Background: an optimization exercise with open tools, aiming at small area, a short achievable clock period and few clock cycles per item. Do not read the settings as production practice. Only simulation tests tie the RTL to the original design; equivalence was not proved.

run 1:
## dmc_line_decoder
module dmc_line_decoder (
    input  wire         clk,
    input  wire         rst,           
    input  wire         in_valid,
    output wire         in_ready,
    input  wire [639:0] in_line,       
    output reg          out_valid,
    output reg  [511:0] out_data,      
    output reg  [127:0] out_check,     
    output reg  [1:0]   out_class,     
    output reg  [4:0]   out_dev        
);
For scale: about 10000 cells after synthesis, about 1400 flip-flops.
Settings: LEC_CHECK=0, CAP_MARGIN=20, CORE_MARGIN=2, CORE_UTILIZATION=40, SLEW_MARGIN=20; clock period 32.0 ns.
standard.sh (not shown) runs the stock make flow with config.mk's settings and CLKGATE_MAP_FILE= SYNTH_SCRIPT=/design/flow/synth_recipe.tcl, a recipe that flattens the netlist after the stock synthesis.
==> flow/flow/run.sh <==
#!/bin/bash
# Layout flow: the standard synthesis (standard.sh synth, unchanged), then the
# standard layout with the port buffers made from PORT_BUF cells and timing
# repair asked to leave setup slack of SETUP_MARGIN ns at the design's clock
# period, so that it sizes and buffers the logic for a shorter achieved
# period. After each try, flow/check.tcl counts max-slew and max-capacitance
# violations on the final layout; if there are any, global and detailed
# routing run again with larger repair margins. flow/params.sh may change
# these settings. Each step writes its output to a log of its own.
set -uo pipefail
SETUP_MARGIN=24
SLEWCAP=40
PORT_BUF=sky130_fd_sc_hd__buf_1
EXTRA=()
if [[ -f flow/params.sh ]]; then source flow/params.sh; fi
export RESULTS=$PWD/orfs/results/sky130hd/dmc_line_decoder/base
bash standard.sh synth > synth.log 2>&1 || exit 1
try=0
for sc in $SLEWCAP 60 80; do
  try=$((try + 1))
  if (( try > 1 )); then
    bash standard.sh clean_route clean_finish > clean_$try.log 2>&1
  fi
  bash standard.sh "BUFFER_PORTS_ARGS=-buffer_cell $PORT_BUF" \
      SETUP_SLACK_MARGIN=$SETUP_MARGIN SLEW_MARGIN=$sc CAP_MARGIN=$sc \
      "${EXTRA[@]}" finish > layout_$try.log 2>&1 || continue
  openroad -no_init -exit flow/check.tcl > check_$try.log 2>&1
  if grep -q "^CHECK slew 0 cap 0 " check_$try.log; then break; fi
done
==> flow/flow/check.tcl <==
# Counts max-slew and max-capacitance violations and prints the worst setup
# slack of ORFS's final layout, with its own extracted parasitics.
read_db $::env(RESULTS)/6_final.odb
read_liberty $::env(FLOW_HOME)/platforms/sky130hd/lib/sky130_fd_sc_hd__tt_025C_1v80.lib
read_sdc $::env(RESULTS)/6_final.sdc
read_spef $::env(RESULTS)/6_final.spef
set_propagated_clock [all_clocks]
puts "CHECK slew [sta::max_slew_violation_count] cap [sta::max_capacitance_violation_count] setup_ws [worst_slack -max]"
==> flow/flow/params.sh <==
SLEWCAP=20
EXTRA=(CORE_UTILIZATION=50 "CTS_BUF_LIST=sky130_fd_sc_hd__clkbuf_8" REMOVE_ABC_BUFFERS=1 PLACE_DENSITY=0.7)
Run 1: done, clean on timing, DRC and antenna
Testbench counts of run 1, summed over its fixed seeds: cycles 16,016, items 16,000.
## Diff of input files: run 2 against run 1
==> flow/flow/params.sh <==
EXTRA=(CORE_UTILIZATION=50 "CTS_BUF_LIST=sky130_fd_sc_hd__clkbuf_8" REMOVE_ABC_BUFFERS=1 CTS_CLUSTER_SIZE=20)
[summary]
Changes observed in run 2 relative to run 1: number of nets in the layout went up about 0.32%.
Against run 1 as the reference, run 2 delivers a lower routed length per instance.
Final critical-path share of the clock period across run 2 and run 1: no real change.
Final cell count on run 2 is up relative to run 1.
Relative to run 1, detailed placement HPWL decreased by 1900 µm in run 2.
Wire length (higher): run 1
Comparing run 1 with run 2, the filler cell count came out essentially unchanged.
For run 3, these inputs were changed with respect to run 2:
==> flow/flow/params.sh <==
SLEWCAP=20
SETUP_MARGIN=24.15
EXTRA=(CORE_UTILIZATION=50 "CTS_BUF_LIST=sky130_fd_sc_hd__clkbuf_8" REMOVE_ABC_BUFFERS=1)
Findings:
Every run in the comparison, run 3 and run 2, completed the flow with a clean layout.
[run 3 vs run 2] total global routing track utilization: higher in run 3
Multi-input combinational cell count: run 2 vs run 3 — no meaningful difference
Run comparison: run 3 critical path startpoint out_data[494]$_DFF_P_; run 2 critical path startpoint in_line[583]
Run 3 against run 2: global-route wire length before repair grew by 1.3%, final area grew by about 4.7%, sequential cell count held, buffer count excluding the clock tree in the final layout now sits higher.
The inputs of run 4 differ from those of run 3 as listed below.
==> flow/flow/params.sh <==
EXTRA=(CORE_UTILIZATION=50 "CTS_BUF_LIST=sky130_fd_sc_hd__clkbuf_8" REMOVE_ABC_BUFFERS=1 GPL_TIMING_DRIVEN=1)
[summary]
Relative to run 3, the multi-input combinational area share of run 4 is higher by 1.8 points.
Between run 3 and run 4, the flow reports number of inserted filler cells in the final layout increasing by a few percent.
Compared with run 3, run 4 shows a number of cells traversed by the worst register-to-register path that is 2 higher.
Taking run 3 as the reference, in run 4 smallest setup slack after layout shrank by 150 ps, fraction of area in clock buffers and inverters held.
Run 3 and run 4 ended up with roughly the same tapcell count.
From run 3 to run 4 the numbers moved as follows: height of the chip held steady, wire length reported by the detailed router fell by 1.7%.

[static timing again, ports no longer ideal]
In the flow no input, the clock included, has a driving cell. The finished layouts below were timed again as built, in two steps.
Step 1 (the two cells are an assumption about what drives the block):
set clk [get_ports {clk}]
set_driving_cell -lib_cell sky130_fd_sc_hd__clkbuf_16 $clk
set_driving_cell -lib_cell sky130_fd_sc_hd__buf_2 [delete_from_list [all_inputs] $clk]
Step 2 adds t to the input delays and takes it off the output delays; t is the mean of the earliest and latest rising clock arrival at the registers after step 1. Input paths then give back, and output paths get back, about the clock's delay inside the block.
Slacks: ideal / step 1 / step 2; pairs: ideal / step 1.
| run | t (ns) | slack for setup (ns) | hold WS [ns] | worst setup path after step 2 |
|---|---|---|---|---|
| run 1 | 1.133 | 23.766 / 23.839 / 22.706 | 0.408 / 0.408 / 0.408 | input to register |
| run 2 | 1.095 | 23.793 / 23.825 / 22.731 | 0.390 / 0.390 / 0.390 | input to register |
| run 3 | 1.100 | 23.976 / 23.879 / 22.970 | 0.360 / 0.360 / 0.360 | input to register |
| run 4 | 1.103 | 23.828 / 23.888 / 22.785 | 0.384 / 0.384 / 0.384 | input to register |
After both steps setup and hold are still met in every run listed. For run 2, which loses most, drivers alone change the setup slack by +0.032 ns; drivers and shift together by -1.062 ns.
